From an optimization exercise on the open Yosys and OpenROAD flow, aimed at small area, a short achievable clock period and few clock cycles per item; shortcuts taken in it are not production practice.
The RTL was checked by simulation tests, not by an equivalence proof against the original design.

`config.mk`:
```
export PLATFORM = sky130hd
export DESIGN_NAME = chord_mac
export DESIGN_NICKNAME = chord_mac
export VERILOG_FILES = /design/flow/design.v
export SDC_FILE = /design/flow/constraint.sdc
export NUM_CORES = 4
export LEC_CHECK = 0
export CAP_MARGIN = 20
export CORE_MARGIN = 2
export CORE_UTILIZATION = 40
export SLEW_MARGIN = 20
```
`constraint.sdc`:
```
create_clock -name core_clock -period 22.0 [get_ports {clk}]
set_input_delay 4.4000 -clock core_clock [delete_from_list [all_inputs] [get_ports {clk}]]
set_output_delay 4.4000 -clock core_clock [all_outputs]
set_load 0.01 [all_outputs]
```
`design.v`:
```
module chord_mac (
    input  wire        clk,
    input  wire        rst,
    input  wire        in_valid,
    output wire        in_ready,
    input  wire [2:0]  in_op,
    input  wire        in_x,
    input  wire [31:0] in_a,
    input  wire [31:0] in_b,
    input  wire        in_frac,
    input  wire        in_wrap,
    input  wire        in_rnd,
    input  wire [1:0]  in_form,
    input  wire [6:0]  in_sh7,
    output reg         out_valid,
    output reg  [71:0] out_data,
    output reg         out_flag
);
    localparam [2:0] OP_MPY  = 3'd0;
    localparam [2:0] OP_MAC  = 3'd1;
    localparam [2:0] OP_MSU  = 3'd2;
    localparam [2:0] OP_CLRX = 3'd3;
    localparam [2:0] OP_LDX  = 3'd4;
    localparam [2:0] OP_EXT  = 3'd5;
    reg [71:0] xa, xb;
    reg        hold_a, hold_b;
    assign in_ready = 1'b1;
    wire [71:0] acc  = in_x ? xb : xa;
    wire        hold = in_x ? hold_b : hold_a;
    wire signed [63:0] prod_raw = $signed(in_a) * $signed(in_b);
    wire both_min = (in_a == 32'h8000_0000) && (in_b == 32'h8000_0000);
    reg  [63:0] prod;
    always @* begin
        if (in_frac) begin
            if (both_min) prod = 64'h7FFF_FFFF_FFFF_FFFF;
            else          prod = {prod_raw[62:0], 1'b0};
        end else begin
            prod = prod_raw;
        end
    end
    wire [71:0] prod72 = {{8{prod[63]}}, prod};
    wire [72:0] acc73  = {acc[71], acc};
    wire [72:0] prod73 = {prod72[71], prod72};
    wire [72:0] sum73  = (in_op == OP_MSU) ? acc73 - prod73 : acc73 + prod73;
    wire        guard_ovf = sum73[72] != sum73[71];
    wire [71:0] sat72 = sum73[72] ? {1'b1, 71'd0} : {1'b0, {71{1'b1}}};
    wire signed [7:0] sh = {in_sh7[6], in_sh7};
    wire signed [7:0] k  = (in_form == 2'b01) ? sh + 8'sd32 : sh;
    wire signed [96:0] acc97 = {{25{acc[71]}}, acc};
    reg  signed [96:0] v;
    reg  signed [96:0] bias;
    always @* begin
        bias = 97'sd0;
        if (k <= 0) begin
            v = acc97 <<< (-k);
        end else begin
            if (in_rnd) begin
                bias = 97'sd1 <<< (k - 8'sd1);
                if (acc[71]) bias = bias - 97'sd1;
            end
            v = (acc97 + bias) >>> k;
        end
    end
    wire v_hi32 = (v > 97'sd2147483647);
    wire v_lo32 = (v < -97'sd2147483648);
    wire v_hi64 = (v > 97'sd9223372036854775807);
    wire v_lo64 = (v < -97'sd9223372036854775808);
    wire [31:0] ext32 = v_hi32 ? 32'h7FFF_FFFF : v_lo32 ? 32'h8000_0000 : v[31:0];
    wire [63:0] ext64 = v_hi64 ? 64'h7FFF_FFFF_FFFF_FFFF :
                        v_lo64 ? 64'h8000_0000_0000_0000 : v[63:0];
    wire        f_sign = acc[71];
    wire [71:0] f_mag  = f_sign ? (~acc + 72'd1) : acc;
    reg  [6:0]  f_msb;
    integer i;
    always @* begin
        f_msb = 7'd0;
        for (i = 0; i < 72; i = i + 1)
            if (f_mag[i]) f_msb = i[6:0];
    end
    wire [71:0] f_norm   = f_mag << (7'd71 - f_msb);
    wire        f_guard  = f_norm[47];
    wire        f_sticky = |f_norm[46:0];
    wire        f_up     = f_guard & (f_sticky | f_norm[48]);
    wire [24:0] f_man    = {1'b0, f_norm[71:48]} + {24'd0, f_up};
    wire signed [9:0] f_exp = $signed({3'b000, f_msb}) - $signed({{3{in_sh7[6]}}, in_sh7})
                              + 10'sd127 + (f_man[24] ? 10'sd1 : 10'sd0);
    wire [22:0] f_frac   = f_man[24] ? f_man[23:1] : f_man[22:0];
    wire [31:0] f_res    = (f_mag == 72'd0) ? 32'd0 : {f_sign, f_exp[7:0], f_frac};
    reg [71:0] acc_next;
    reg        acc_we;
    reg        hold_next;
    reg [71:0] res;
    reg        flag;
    always @* begin
        acc_next  = acc;
        acc_we    = 1'b0;
        hold_next = hold;
        res       = 72'd0;
        flag      = 1'b0;
        case (in_op)
            OP_MPY: begin
                acc_next  = prod72;
                acc_we    = 1'b1;
                hold_next = 1'b0;
            end
            OP_MAC, OP_MSU: begin
                if (!hold) begin
                    acc_we = 1'b1;
                    if (guard_ovf) begin
                        flag = 1'b1;
                        if (in_wrap) begin
                            acc_next = sum73[71:0];
                        end else begin
                            acc_next  = sat72;
                            hold_next = 1'b1;
                        end
                    end else begin
                        acc_next = sum73[71:0];
                    end
                end
            end
            OP_CLRX: begin
                acc_next  = 72'd0;
                acc_we    = 1'b1;
                hold_next = 1'b0;
            end
            OP_LDX: begin
                acc_next  = {{8{in_b[31]}}, in_b, in_a};
                acc_we    = 1'b1;
                hold_next = 1'b0;
            end
            OP_EXT: begin
                case (in_form)
                    2'b00, 2'b01: begin
                        res  = {40'd0, ext32};
                        flag = v_hi32 | v_lo32;
                    end
                    2'b10: begin
                        res  = {8'd0, ext64};
                        flag = v_hi64 | v_lo64;
                    end
                    default: begin
                        res  = {40'd0, f_res};
                        flag = 1'b0;
                    end
                endcase
            end
            default: ;
        endcase
        if (in_op != OP_EXT) res = acc_next;
    end
    always @(posedge clk) begin
        if (rst) begin
            xa        <= 72'd0;
            xb        <= 72'd0;
            hold_a    <= 1'b0;
            hold_b    <= 1'b0;
            out_valid <= 1'b0;
            out_data  <= 72'd0;
            out_flag  <= 1'b0;
        end else begin
            out_valid <= 1'b0;
            if (in_valid) begin
                if (acc_we) begin
                    if (in_x) begin
                        xb     <= acc_next;
                        hold_b <= hold_next;
                    end else begin
                        xa     <= acc_next;
                        hold_a <= hold_next;
                    end
                end
                out_valid <= 1'b1;
                out_data  <= res;
                out_flag  <= flag;
            end
        end
    end
endmodule
```
`run.sh`:
```
#!/bin/bash
# synth_recipe.tcl (not shown) runs the flow's synth.tcl, then flattens the netlist and writes it again
# the make line also repeats each setting of config.mk as NAME=value (left out here)
make -C /OpenROAD-flow-scripts/flow DESIGN_CONFIG=/design/flow/config.mk WORK_HOME=/design/flow/orfs CLKGATE_MAP_FILE= SYNTH_SCRIPT=/design/flow/synth_recipe.tcl finish
```
==> notes.md <==
-- final timing paths --
path / start / to / slack, ns / cells after the start
min: out_data[17] / out_data[17] / 0.46 / 2
max: in_sh7[5] / out_data[35] / 1.74 / 51
min reg2reg: out_data[17] / out_data[17] / 0.46 / 2
max reg2reg: xb[71] / out_data[35] / 7.85 / 44
-- logic make-up after synthesis --
group                      count (synthesis)  synth area share (%)
other                                      1               0.00384
AOI/OAI and AO/OA                       3603                  24.6
xor gates and xnor gates                 401                  3.61
adders and majority gates               1455                  27.0
buffers and inverters                   2310                  9.14
and+or+nand+nor                         4957                  23.4
DFF                                      220                  4.51
muxes                                    605                  7.77
-- sequential cells by signal, summed over array words and instances (netlist names) --
signal / cells
out_valid: 1
out_data: 72
xa: 72
xb: 72
hold_b: 1
hold_a: 1
out_flag: 1
-- critical path: cells and delay by family --
kind                       cells  cell delay (ns)
AOI/OAI and AO/OA             21             8.11
buffers and inverters         10             2.26
adders and majority gates      3             1.10
muxes                          1             0.75
xor gates and xnor gates       2             0.45
and+or+nand+nor               14             3.47
-- layout by cell type (no fill, tap or decap), types with 103 or more instances in the layout --
cell,n
nand2_1,1916
inv_1,1293
nor2_1,1215
fa_1,1085
a21oi_1,893
o21ai_0,661
buf_4,487
mux2i_1,374
ha_1,367
nor3_1,366
and2_1,317
nand3_1,278
xnor2_1,265
a211oi_1,234
dfxtp_1,220
a21o_1,187
o22ai_1,152
a31oi_1,152
nand4_1,149
nor4_1,125
xor2_1,123
o211ai_1,123
a221oi_1,110
mux2_2,103
mux4_2,103
-- through the flow --
step	worst slack [ns]	cell area (um^2)
2_1_floorplan	3.18	97700
3_3_place_gp	1.58	103000
3_5_place_dp	1.71	103000
4_1_cts	2.22	104000
5_1_grt	1.18	104000
6_report	1.74	104000
-- cell usage after synthesis, drive strengths merged, types with 72 or more instances --
cell	instances	area share, %
nand2	1919	7.4
inv	1313	5.0
nor2	1227	4.7
fa	1086	22
a21oi	898	4.6
clkbuf	795	3.1
o21ai	700	3.6
mux2i	398	4.2
nor3	376	2.0
ha	368	4.7
and2	320	2.0
nand3	279	1.4
xnor2	275	2.5
a211oi	240	1.9
dfxtp	220	4.5
buf	194	1.0
a21o	187	1.4
a31oi	154	0.99
o22ai	154	0.99
nand4	149	0.95
nor4	139	0.99
o211ai	126	0.99
xor2	125	1.1
a221oi	111	0.99
mux2	104	1.2
mux4	103	2.4
nand2b	98	0.63
a22oi	93	0.71
and3	86	0.55
o21a	84	0.65
o31ai	82	0.64
or3	80	0.52
a2111oi	72	0.67
-- routing by layer --
metal / up-vias / track usage, %
met5: - / 0.367
met4: 46 / 30.1
met3: 2087 / 12.1
met2: 8167 / 61.1
met1: 53986 / 51.6
li1: 46843 / -
-- final cells by class --
type                            instances  area share (%)
Multi-Input combinational cell      11022            81.5
Clock buffer                           33           0.680
Antenna cell                           22          0.0529
Timing Repair Buffer                  646            4.82
Clock inverter                         11           0.138
Inverter                             1321            4.77
Tap cell                             3202            3.85
Sequential cell                       220            4.23
==> notes.md <==
RSZ-0062 raised after global routing=no; syn_nets=15089; PortBufs=about 160; WHS=0.459 ns; GRT Residual Overflow=0; sequential area share after synthesis=around 4.5%; number of iterations in the first detailed-routing pass=8; final net count=between 10000 and 15000; Crit path largest cell delay=between 0.9 and 1 ns; metal2 WL=220 mm; CTS max path bufs=3; Initial Util=40.2%; vias=111129; final setup fails=0; Filler Cell Count=25512; pin count of the biggest net entering global routing=92; fin crit period=20.26 ns; final core utilization=42.9%; CTS tree=done; FF+latch area=4400 um^2; Die X=498 um; Met3 Wirelength=between 60 and 70 mm; DIE AREA=248000 um^2; post-detailed-route count of antenna-violating nets=0; setup_tns=0 ns; Post-CTS Resized=0; die extent in y=roughly 500 um; Final period util=92.1%; Slew Viols, Final=0; Crit. End Element=flop; Post-synth top flop=dfxtp_1; vias in the first global route=104465; EDFF count, synth=0; Post-Layout Cell Count=16477; Metal-1 WL=197 mm; crit path max-delay cell type=a22oi_1; initial DRC count=17340; Top Ports=between 150 and 200; Site Rows=181; Crit path top cell by count=buf_4; P&R area growth vs syn=6.55%; share of layout cells above drive strength 1=8.23%; DRC=0; Worst-path clk slew=0.06 ns; Final Hold Viols=0; # Post-CTS Setup Buffers=0; Worst Skew=0.0361 ns; Vias/cell=6.74; H-Tree Depth=1; total of max-cap violations=0; overall routed net length=534 mm; #FFs+latches synth=220; uppermost layer routed=met5; fmax=49.3 MHz; Root Driver=clkbuf_16; Hold Path Class=reg -> reg; Placer Congestion=1.15; Crit Path Category=in -> reg; Multi-input gate area=84800 um^2; Cell variety after synth=between 100 and 150; HPWL Detailed=424 mm; Max-slew headroom=10.9%; WL/cell=32.4 um; ys async rst share=0%; Post-Syn Area per Cell=7.21 um^2; core area=243000 um^2; Ys Warns=1; Placed Cells=16408; Worst-Margin Slew=1.30 ns; GRT Total Usage=41.5%; mapped cell area=97700 um^2; CP Data Required Time=22.38 ns; crit path max fanout=18; # clock sinks=220; later-pin clock latency in the skew report=~0.58 ns; number of buffers created by CTS=27; initial antenna violation count=52; startpoint class of the critical path=primary input; Critical Path AT=20.64 ns; first-pass GRT wire length=~760 mm; Hold Buf Count CTS=0; run status=finished clean; Syn Inst Count=13552
Testbench counts, summed over its fixed seeds: cycles 24,008, items 24,000.

==> re-timing with driven ports <==
The flow's constraints put no driver on any port. The routed layout listed below was extracted and timed again, unchanged, in two steps.
Step 1 (the two cells are an assumption about what drives the block):
set clk [get_ports {clk}]
set_driving_cell -lib_cell sky130_fd_sc_hd__clkbuf_16 $clk
set_driving_cell -lib_cell sky130_fd_sc_hd__buf_2 [delete_from_list [all_inputs] $clk]
Step 2, shift: input delay + t, output delay - t, t = (earliest + latest rising clock arrival at the registers) / 2. This alone moves slack from input paths to output paths.
a / b / c = no drivers / after step 1 / after step 2; a / b = the first two.
t, ns: 0.623
setup WS [ns]: 1.736 / 1.722 / 1.099
clock arrival spread, ns: 0.036 / 0.036
worst register clock-pin slew, ns: 0.07 / 0.07
worst slew at a driven data input, ns: 0.22
After both steps this run still meets setup and hold. For this run, drivers alone change the setup slack by -0.014 ns; drivers and shift together by -0.637 ns.
